This is an optimization exercise on Yosys and OpenROAD, whose aim is small area and a short achievable clock period, not a production implementation.
The RTL was checked by simulation tests, not by an equivalence proof against the original design.
No activity file was given, so power comes from the tool's default toggle rates.

## drain_convert
module drain_convert (
    input  wire         clk,
    input  wire         rst,
    input  wire         in_valid,
    input  wire [31:0]  in_acc,
    input  wire         in_acc_int,
    input  wire [3:0]   in_ofmt,
    input  wire         in_sat,
    input  wire         in_mask,
    input  wire [127:0] in_cb,
    output reg          out_valid,
    output reg  [31:0]  out_data,
    output reg          out_sat,
    output reg          out_nan
);
For scale: roughly 280 flip-flops, roughly 210 I/O pins, about 20,000 um^2 of cells after synthesis.
clock: 20.0 ns
lec_check: 0
abc_area: 1
cap_margin: 20
core_margin: 2
core_utilization: 50
cts_cluster_diameter: 150
cts_cluster_size: 28
place_density: 0.7
slew_margin: 72
standard.sh (not shown) runs the stock make flow with config.mk's settings and CLKGATE_MAP_FILE= SYNTH_SCRIPT=/design/flow/synth_recipe.tcl, a recipe that flattens the netlist after the stock synthesis.
==> flow/flow/run.sh <==
#!/bin/bash
# The standard layout, with each port buffered by the smallest buffer cell
# instead of the default choice.
set -euo pipefail
export BUFFER_PORTS_ARGS="-buffer_cell sky130_fd_sc_hd__buf_1"
bash standard.sh finish > standard_flow.log 2>&1
The starting point finished with timing, DRC and antenna clean.
Rerun with:
Settings changed: CORE_UTILIZATION 50 to 55, CTS_CLUSTER_SIZE 28 to 25, SLEW_MARGIN 72 to 75.
Maximum frequency goes down by 0.58%.
Setup slack loses 0.029 ns.
Via count rises by 0.89%.
Final cell count falls by 1.3%.
Cell area goes up by about 1.6%.
Rerun with:
Settings changed: CAP_MARGIN 20 to 75, CTS_CLUSTER_DIAMETER 150 to unset, CTS_CLUSTER_SIZE 25 to unset.
Outcome:
- power rose by 15%
- routed wire length increases by about 0.4%
- synthesized area does not change
- die area stays the same
- clock-buffer cell count rises by 23
- global-route usage hardly moves
- via count stays flat
- clock skew went up by 0.0072 ns
- worst hold slack is worse by 0.0057 ns
- maximum frequency decreases by about 0.5%
Rerun with:
Settings changed: CTS_CLUSTER_DIAMETER set to 150, CTS_CLUSTER_SIZE set to 25.
Effect:
- routed wire length goes down by 0.41%
- count of clock-buffer cells in the layout goes down by 23
- final area goes down by 2.6%
- total power goes down by 13%
- worst setup slack gains 0.026 ns
- synthesized cell count is unchanged
- hold slack gains 0.0057 ns
- core utilization goes down by 1.7 points
- non-clock buffer count is unchanged
Rerun with:
Settings changed: CAP_MARGIN 75 to 20, SLEW_MARGIN 75 to 60.
Outcome: Clock-buffer cell count stays the same. Sequential cell count is unchanged. Combinational power shrinks by 3.4%. Global-route usage goes down by 0.31 points. Routed wire length drops by 0.64%. Core utilization drops by 2.0 points. Area after synthesis does not change. Sequential power barely changes.


Setup of rev 12:
drain_convert again, from the RTL that the note above started with.
==> flow/config.mk <==
export PLATFORM = sky130hd
export DESIGN_NAME = drain_convert
export DESIGN_NICKNAME = drain_convert
export VERILOG_FILES = /design/flow/design.v
export SDC_FILE = /design/flow/constraint.sdc
export NUM_CORES = 4
export LEC_CHECK = 0
export ABC_AREA = 1
export CAP_MARGIN = 20
export CORE_MARGIN = 2
export CORE_UTILIZATION = 55
export CTS_CLUSTER_DIAMETER = 150
export CTS_CLUSTER_SIZE = 28
export PLACE_DENSITY = 0.7
export SLEW_MARGIN = 68
==> flow/constraint.sdc <==
create_clock -name core_clock -period 20.0 [get_ports {clk}]
set_input_delay 4.0000 -clock core_clock [delete_from_list [all_inputs] [get_ports {clk}]]
set_output_delay 4.0000 -clock core_clock [all_outputs]
set_load 0.01 [all_outputs]
Scripts as last shown in full above: flow/flow/run.sh
#### Input delta (rev 13 over rev 12)
--- a/flow/config.mk
+++ b/flow/config.mk
@@ -12,3 +12,3 @@
 export CTS_CLUSTER_DIAMETER = 150
-export CTS_CLUSTER_SIZE = 28
+export CTS_CLUSTER_SIZE = 25
 export PLACE_DENSITY = 0.7
Notes after the runs:
- Rev 13 ends up with a actual slew at the worst max-slew pin that is 0.043 ns lower than in rev 12.
- Per the comparison of rev 13 with rev 12, routed wire length shows no meaningful change, design area shows an increase of about 0.34%.
- In terms of sequential share of cell area, rev 13 and rev 12 differ only marginally.
- ~same number of fill cells in rev 13 and rev 12
- Rev 12 ended up with out_data[30] as its beginning of the critical path; rev 13 ended up with r_acc[31].
- A highest metal layer with signal wires of met4 is what rev 13 shows, while met5 belongs to rev 12.
- NOTE overall power consumption rev 12->rev 13 increased by a few percent
- Total leakage power: rev 13 higher than rev 12
- Diff rev 12 -> rev 13: max-slew headroom at the worst pin moved up; global routing met3 resource utilization moved down.

static timing again, ports no longer ideal:
The flow's constraints put no driver on any port. The routed layouts listed below were extracted and timed again, unchanged, in two steps.
Step 1: set_driving_cell puts a clkbuf_16 on clk and a buf_2 on each other input, an assumption about the parent block.
Step 2, shift: input delay + t, output delay - t, t = (earliest + latest rising clock arrival at the registers) / 2. This alone moves slack from input paths to output paths.
Three values: ideal ports, drivers, drivers and shift; two values: the first two.
| run | t, ns | setup slack, ns | slew at the worst register clock pin (ns) |
|---|---|---|---|
| the first run of note 1 | 0.572 | 14.988 / 14.929 / 15.077 | 0.12 / 0.12 |
| the second run of note 1 | 0.581 | 14.959 / 14.902 / 15.061 | 0.10 / 0.10 |
| the third run of note 1 | 0.617 | 14.933 / 14.877 / 14.976 | 0.07 / 0.07 |
| the fourth run of note 1 | 0.581 | 14.959 / 14.902 / 15.061 | 0.10 / 0.10 |
| the fifth run of note 1 | 0.567 | 14.773 / 14.773 / 14.773 | 0.11 / 0.11 |
| rev 12 | 0.575 | 14.972 / 14.915 / 14.993 | 0.12 / 0.12 |
| rev 13 | 0.575 | 14.922 / 14.919 / 14.922 | 0.10 / 0.10 |
After both steps setup and hold are still met in every run listed.
